This design comes from an exercise in tuning for small area, a short achievable clock period and few clock cycles per item on the open sky130 flow, not from production work.
In this exercise RTL edits were held to simulation tests only and were not proved equivalent to the original.
Power is estimated from default activity; no workload was simulated.

== v38 ==
==> flow/design.v (excerpt) <==
module dz16_rs_dec (
    input             clk,
    input             rst,         
    input             in_valid,
    output            in_ready,
    input      [63:0] in_data,
    output            out_valid,
    input             out_ready,
    output     [63:0] out_data,
    output            out_last,
    output     [1:0]  out_status   
);
Size: ~6,100 cells after synthesis, roughly 0.059 sq mm of cells after synthesis.
clock: 10.0 ns
lec_check: 0
cap_margin: 20
core_margin: 2
core_utilization: 40
gpl_routability_driven: 0
setup_slack_margin: 5
slew_margin: 20
standard.sh (not shown) runs the stock make flow with config.mk's settings and CLKGATE_MAP_FILE= SYNTH_SCRIPT=/design/flow/synth_recipe.tcl, a recipe that flattens the netlist after the stock synthesis.
==> flow/flow/run.sh <==
#!/bin/bash
# The standard layout (standard.sh, unchanged synthesis and steps), except
#  - the input and output ports are buffered with buf_2 cells instead of the
#    default port buffer cell;
#  - clock tree synthesis does not add dummy loads to the clock tree leaves,
#    and clusters up to 24 registers (80 um across) per leaf buffer.
# Full make output goes to standard.log; ORFS's per-step logs stay in orfs/logs.
set -uo pipefail
export BUFFER_PORTS_ARGS="-buffer_cell sky130_fd_sc_hd__buf_2"
export CTS_ARGS="-sink_clustering_enable -repair_clock_nets -dont_use_dummy_load -sink_clustering_size 24 -sink_clustering_max_diameter 80"
bash standard.sh > standard.log 2>&1
Testbench counts of v38, summed over its fixed seeds: cycles 17,376, items 1,920.
What v45 does differently from v38 at the input level:
- GPL_ROUTABILITY_DRIVEN: 0 -> unset
==> flow/flow/run.sh <==
#!/bin/bash
# The standard layout (standard.sh, unchanged synthesis and steps), except
# that the input and output ports are buffered with buf_2 cells instead of
# the default port buffer cell. Full make output goes to standard.log.
set -uo pipefail
export BUFFER_PORTS_ARGS="-buffer_cell sky130_fd_sc_hd__buf_2"
bash standard.sh > standard.log 2>&1
[summary]
- [v45 vs v38] minimum setup slack in the final design: lower in v45
- Number of search-and-repair iterations in the first detailed-routing pass came out exactly the same in v45 and v38.
- From v38 to v45 the numbers moved as follows: power in the clock group increased about 70%; multiplexer area fraction after synthesis closely matched the old numbers; total vias in the final route up about 0.35%.
- Sequential-cell power consumption delta for v45 relative to v38: about 1% higher
- Capture point of the worst path: out_data[33] -> v45, in_ready -> v38
- Looking only at final period demand of the worst path, and setting everything else aside, the higher value of v45 and v38 goes to v45.
- Re antenna diode instance count: v45 is 1 down on v38.
- v45 against v38: total non-filler cell area in the finished layout +0.0023 sq mm; overall power after layout +6.9%.
diff inputs: v45 => v26
==> flow/flow/run.sh <==
#!/bin/bash
# The standard layout (standard.sh, unchanged synthesis and steps), except
#  - the input and output ports are buffered with buf_2 cells instead of the
#    default port buffer cell;
#  - clock tree synthesis does not add dummy loads to the clock tree leaves,
#    and clusters up to 30 registers (100 um across) per leaf buffer.
# Full make output goes to standard.log; ORFS's per-step logs stay in orfs/logs.
set -uo pipefail
export BUFFER_PORTS_ARGS="-buffer_cell sky130_fd_sc_hd__buf_2"
export CTS_ARGS="-sink_clustering_enable -repair_clock_nets -dont_use_dummy_load -sink_clustering_size 30 -sink_clustering_max_diameter 100"
bash standard.sh > standard.log 2>&1
### Flow results
a21oi_2 as the cell at the slowest stage of the critical path was reported by v26, and edfxtp_1 by v45.
Between v45 and v26, the fmax figures differ only marginally.
v26 vs. v45: power after layout now sits lower; number of filler cells placed in the layout went up 1.7%.
Higher setup slack of the worst register-to-register path goes to v26 over v45.
Looking at final non-filler cell area, v26 sits about 4% below v45.
The power density relative to cell area reported for v26 is smaller than that of v45 by 17 mW/mm^2.
Clock network contribution to total cell area: v45 and v26 compared, lower one is v26
There was hardly any difference in core region area between v45 and v26.
Required arrival time at the worst endpoint across v45 and v26: no real change.
v26 — final standard cell utilization of the core 1.7 points lower, v45 as reference
Input changes introduced in v35 (baseline for comparison: v26):
- CAP_MARGIN changed from 20 to 10
- SLEW_MARGIN changed from 20 to 10
==> flow/flow/run.sh <==
#!/bin/bash
# The standard layout (standard.sh, unchanged synthesis and steps), except
#  - the input and output ports are buffered with buf_2 cells instead of the
#    default port buffer cell;
#  - clock tree synthesis does not add dummy loads to the clock tree leaves,
#    and clusters up to 24 registers (80 um across) per leaf buffer.
# Full make output goes to standard.log; ORFS's per-step logs stay in orfs/logs.
set -uo pipefail
export BUFFER_PORTS_ARGS="-buffer_cell sky130_fd_sc_hd__buf_2"
export CTS_ARGS="-sink_clustering_enable -repair_clock_nets -dont_use_dummy_load -sink_clustering_size 24 -sink_clustering_max_diameter 80"
bash standard.sh > standard.log 2>&1
Results
- v35: flow completed, timing, DRC and antenna clean
- v35 vs v26 — wire length reported by the detailed router rose 0.39%.
- Count of buffers added by post-CTS timing repair for setup for v35: 12% down relative to v26
- Summary — number of fill cells, v35 relative to v26: lower, by about 1%.
- When the final numbers for v26 and v35 were put side by side, the final hold slack turned out to be smaller in v35.
- [compare] base=v26 new=v35: detail-routed net length per standard cell was more or less identical; area share of fa/ha/maj cells after synthesis did not really move; global-route usage went up.

==> separate check: timing with driven ports <==
How much do the figures lean on ideal ports? The routed layouts below were timed once more, with nothing changed but the port constraints.
Step 1, drivers: a clkbuf_16 drives clk and a buf_2 each remaining input, both assumed.
Step 2 times the ports against the registers' clock, not the clock port: input delays grow and output delays shrink by t, the midpoint of the rising clock arrivals with the driver on.
Slacks: ideal / step 1 / step 2; pairs: ideal / step 1.
run | shift t [ns] | setup slack, ns | worst hold slack (ns)
v38 | 0.744 | 5.076 / 5.041 / 4.405 | 0.287 / 0.287 / 0.287
v45 | 0.785 | 5.064 / 4.991 / 4.553 | 0.270 / 0.270 / 0.270
v26 | 0.709 | 5.067 / 5.037 / 4.591 | 0.276 / 0.276 / 0.276
v35 | 0.721 | 5.084 / 5.055 / 4.473 | 0.268 / 0.268 / 0.268
After both steps setup and hold are still met in every run listed. For v38, which loses most, drivers alone change the setup slack by -0.035 ns; drivers and shift together by -0.671 ns.
